Source: an optimization exercise on an open RTL-to-GDS flow (aim: small area, a short achievable clock period and few clock cycles per item). Production flows keep margins and buffers that such runs may drop. Function was checked by simulation only, so behaviour that the tests miss may differ from the original. Power is estimated from default activity; no workload was simulated.

== build 32 ==
Design blaze_unit, start of the top module:
module blaze_unit (
    input  wire        clk,
    input  wire        rst,
    input  wire        reg_valid,
    input  wire        reg_write,
    input  wire [5:0]  reg_addr,       
    input  wire [31:0] reg_wdata,
    output wire        reg_ready,
    output wire [31:0] reg_rdata,      
    output wire        mem_req,
    output wire [20:0] mem_addr,       
    input  wire        mem_gnt,
    input  wire        mem_rvalid,
    input  wire [31:0] mem_rdata,
    input  wire        mem_rerr
);
    localparam A_UCFG     = 6'd0;
    localparam A_UCMD     = 6'd1;
    localparam A_USTAT    = 6'd2;
    localparam A_URUN_LO  = 6'd4;
    localparam A_URUN_HI  = 6'd5;
    localparam A_URES_LO  = 6'd6;
    localparam A_URES_HI  = 6'd7;
    localparam A_UDATA32  = 6'd8;
    localparam A_UDATA8   = 6'd9;
    localparam A_UADDR    = 6'd10;
    localparam A_ULEN     = 6'd11;
    localparam A_UDONE    = 6'd12;
    localparam A_UKEY_SEQ = 6'd13;
  ...
Size: about 3,800 cells after synthesis, roughly 0.033 mm^2 of cells after synthesis.
clock: 10.0 ns
lec_check: 0
cap_margin: 20
core_margin: 2
core_utilization: 45
place_density: 0.65
slew_margin: 20
standard.sh (not shown) runs the stock make flow with config.mk's settings and CLKGATE_MAP_FILE= SYNTH_SCRIPT=/design/flow/synth_recipe.tcl, a recipe that flattens the netlist after the stock synthesis.
==> flow/flow/run.sh <==
#!/bin/bash
# The standard layout, with timing repair aimed below the 10 ns clock: the
# clock and constraints stay as given, but repair_timing treats any path with
# less than SETUP_SLACK_MARGIN ns of slack as failing and works on it.
set -euo pipefail
bash standard.sh synth > synth.log 2>&1
bash standard.sh SETUP_SLACK_MARGIN=6.5 finish > layout.log 2>&1
Build 32 finished every stage and its layout cleared the timing, DRC and antenna checks.
Testbench counts of build 32, summed over its fixed seeds: cycles 291,928, bytes 812,402.
#### Input delta (build 20 over build 32)
- swapping 0.65 for 0.72 in PLACE_DENSITY
- swapping 45 for 50 in CORE_UTILIZATION
==> flow/flow/run.sh <==
#!/bin/bash
# The standard layout, with two changes to how it is made (the clock and
# constraints stay as given):
#  - timing repair aims below the 10 ns clock: repair_timing treats any path
#    with less than SETUP_SLACK_MARGIN ns of slack as failing and works on it;
#  - the port buffers are sky130_fd_sc_hd__buf_2 cells instead of the delay
#    cells buffer_ports picks by default (every port still gets a buffer).
set -euo pipefail
bash standard.sh synth > synth.log 2>&1
bash standard.sh SETUP_SLACK_MARGIN=6.5 'BUFFER_PORTS_ARGS=-buffer_cell sky130_fd_sc_hd__buf_2' finish > layout.log 2>&1
Taking build 32 as the reference, in build 20 final net count now sits lower; share of the final layout cell area in sequential cells now sits higher; combinational share of power now sits at about the same level; design area now sits lower.
For build 32, the worst setup path startpoint was grp[12], unlike build 20, where it was zr[25].
#### Input delta (build 81 over build 20)
- PLACE_DENSITY: 0.72 -> 0.65
- CORE_UTILIZATION: 50 -> 45
--- a/flow/flow/run.sh
+++ b/flow/flow/run.sh
@@ -9,2 +9,2 @@
 bash standard.sh synth > synth.log 2>&1
-bash standard.sh SETUP_SLACK_MARGIN=6.5 'BUFFER_PORTS_ARGS=-buffer_cell sky130_fd_sc_hd__buf_2' finish > layout.log 2>&1
+bash standard.sh SETUP_SLACK_MARGIN=6.8 'BUFFER_PORTS_ARGS=-buffer_cell sky130_fd_sc_hd__buf_2' finish > layout.log 2>&1
--- outcome ---
Comparing non-clock buffer count for build 81 and build 20, the bigger number came from build 81.
~same clock slew seen by the registers of the worst setup and hold paths in build 81 and build 20
As far as synthesized cell area goes, build 20 and build 81 are indistinguishable; the numbers are identical.
As of build 81, wire length of the first global-routing pass had fallen by a few percent compared to build 20.
In the flow results for build 81 and build 20, the worst hold-check slack is larger on build 81.
The higher routability-driven placement congestion ratio came out of build 81.
Library cell contributing the largest single delay on the critical path: sky130_fd_sc_hd__xnor3_1 -> build 20, sky130_fd_sc_hd__xnor3_2 -> build 81
On build 81: number of fill cells in the layout is 463 higher than what build 20 gave.
Changes in build 34 relative to build 81:
--- a/flow/flow/run.sh
+++ b/flow/flow/run.sh
@@ -9,2 +9,2 @@
 bash standard.sh synth > synth.log 2>&1
-bash standard.sh SETUP_SLACK_MARGIN=6.8 'BUFFER_PORTS_ARGS=-buffer_cell sky130_fd_sc_hd__buf_2' finish > layout.log 2>&1
+bash standard.sh SETUP_SLACK_MARGIN=7.0 'BUFFER_PORTS_ARGS=-buffer_cell sky130_fd_sc_hd__buf_2' finish > layout.log 2>&1
Notes after the runs:
Cmp build 34 and build 81 / setup slack / higher: build 34. Hold slack was lower in the run labelled build 34. Build 34 vs build 81 — first-pass iteration count of the detailed router dropped 6. As far as share of synthesized cell area in and, or, nand and nor gates goes, build 81 and build 34 are indistinguishable; the numbers are identical. Against build 81, build 34 comes in 1.7 points lower on part of the power in the clock network. Relative to build 81, the sum of met3 wire segment lengths after detailed routing of build 34 is higher by 4500 um. From build 81 to build 34 the numbers moved as follows: total power increased by 920 uW relative to the old numbers, clock-buffer cell count went up by 1.6%, detailed-placement wirelength estimate moved up. Against build 81, build 34 reports a design area that is higher. Relative to build 81, build 34 improves final critical path time including I/O delays and setup.
Here is what was changed in the inputs of build 59 compared with build 34.
--- a/flow/flow/run.sh
+++ b/flow/flow/run.sh
@@ -9,2 +9,2 @@
 bash standard.sh synth > synth.log 2>&1
-bash standard.sh SETUP_SLACK_MARGIN=7.0 'BUFFER_PORTS_ARGS=-buffer_cell sky130_fd_sc_hd__buf_2' finish > layout.log 2>&1
+bash standard.sh SETUP_SLACK_MARGIN=6.5 'BUFFER_PORTS_ARGS=-buffer_cell sky130_fd_sc_hd__buf_2' finish > layout.log 2>&1
## What came out
- Build 59 finished all stages; the layout is clean.
- Changes observed in build 59 relative to build 34: global-route usage went down by 2.3 points; count of clock-buffer cells in the layout went up by 1.6%; power share of the clock group went up by 1.9 points; final critical-path required period went up by 0.47 ns.

==> afterwards: timing with drivers on the ports <==
The results above use ideal ports. As a check the final layouts listed here were re-extracted and re-timed, cells and wires unchanged.
Step 1 assumes that a clkbuf_16 drives the clock port and a buf_2 every other input.
Step 2 moves the port delays by t, midway between the first and last clock arrival at a register: inputs arrive t later, outputs are due t later. That takes back most of the time a late clock gives input paths.
Slacks: ideal ports / drivers / drivers and shift; pairs: ideal ports / drivers.
run	t (ns)	setup slack, ns	worst setup path after step 2	worst register clock-pin slew, ns	cell pins on the clock port's net
build 32	0.663	6.320 / 6.320 / 5.893	input to register	0.07 / 0.07	1
build 20	0.665	6.330 / 6.330 / 5.782	input to register	0.09 / 0.09	1
build 81	0.670	6.624 / 6.624 / 6.109	input to register	0.07 / 0.07	1
build 34	0.681	6.770 / 6.721 / 6.160	input to register	0.07 / 0.07	1
build 59	0.664	6.304 / 6.304 / 5.874	input to register	0.08 / 0.08	1
After both steps every run listed still meets setup and hold. For build 34, which loses most, drivers alone change the setup slack by -0.049 ns; drivers and shift together by -0.610 ns.
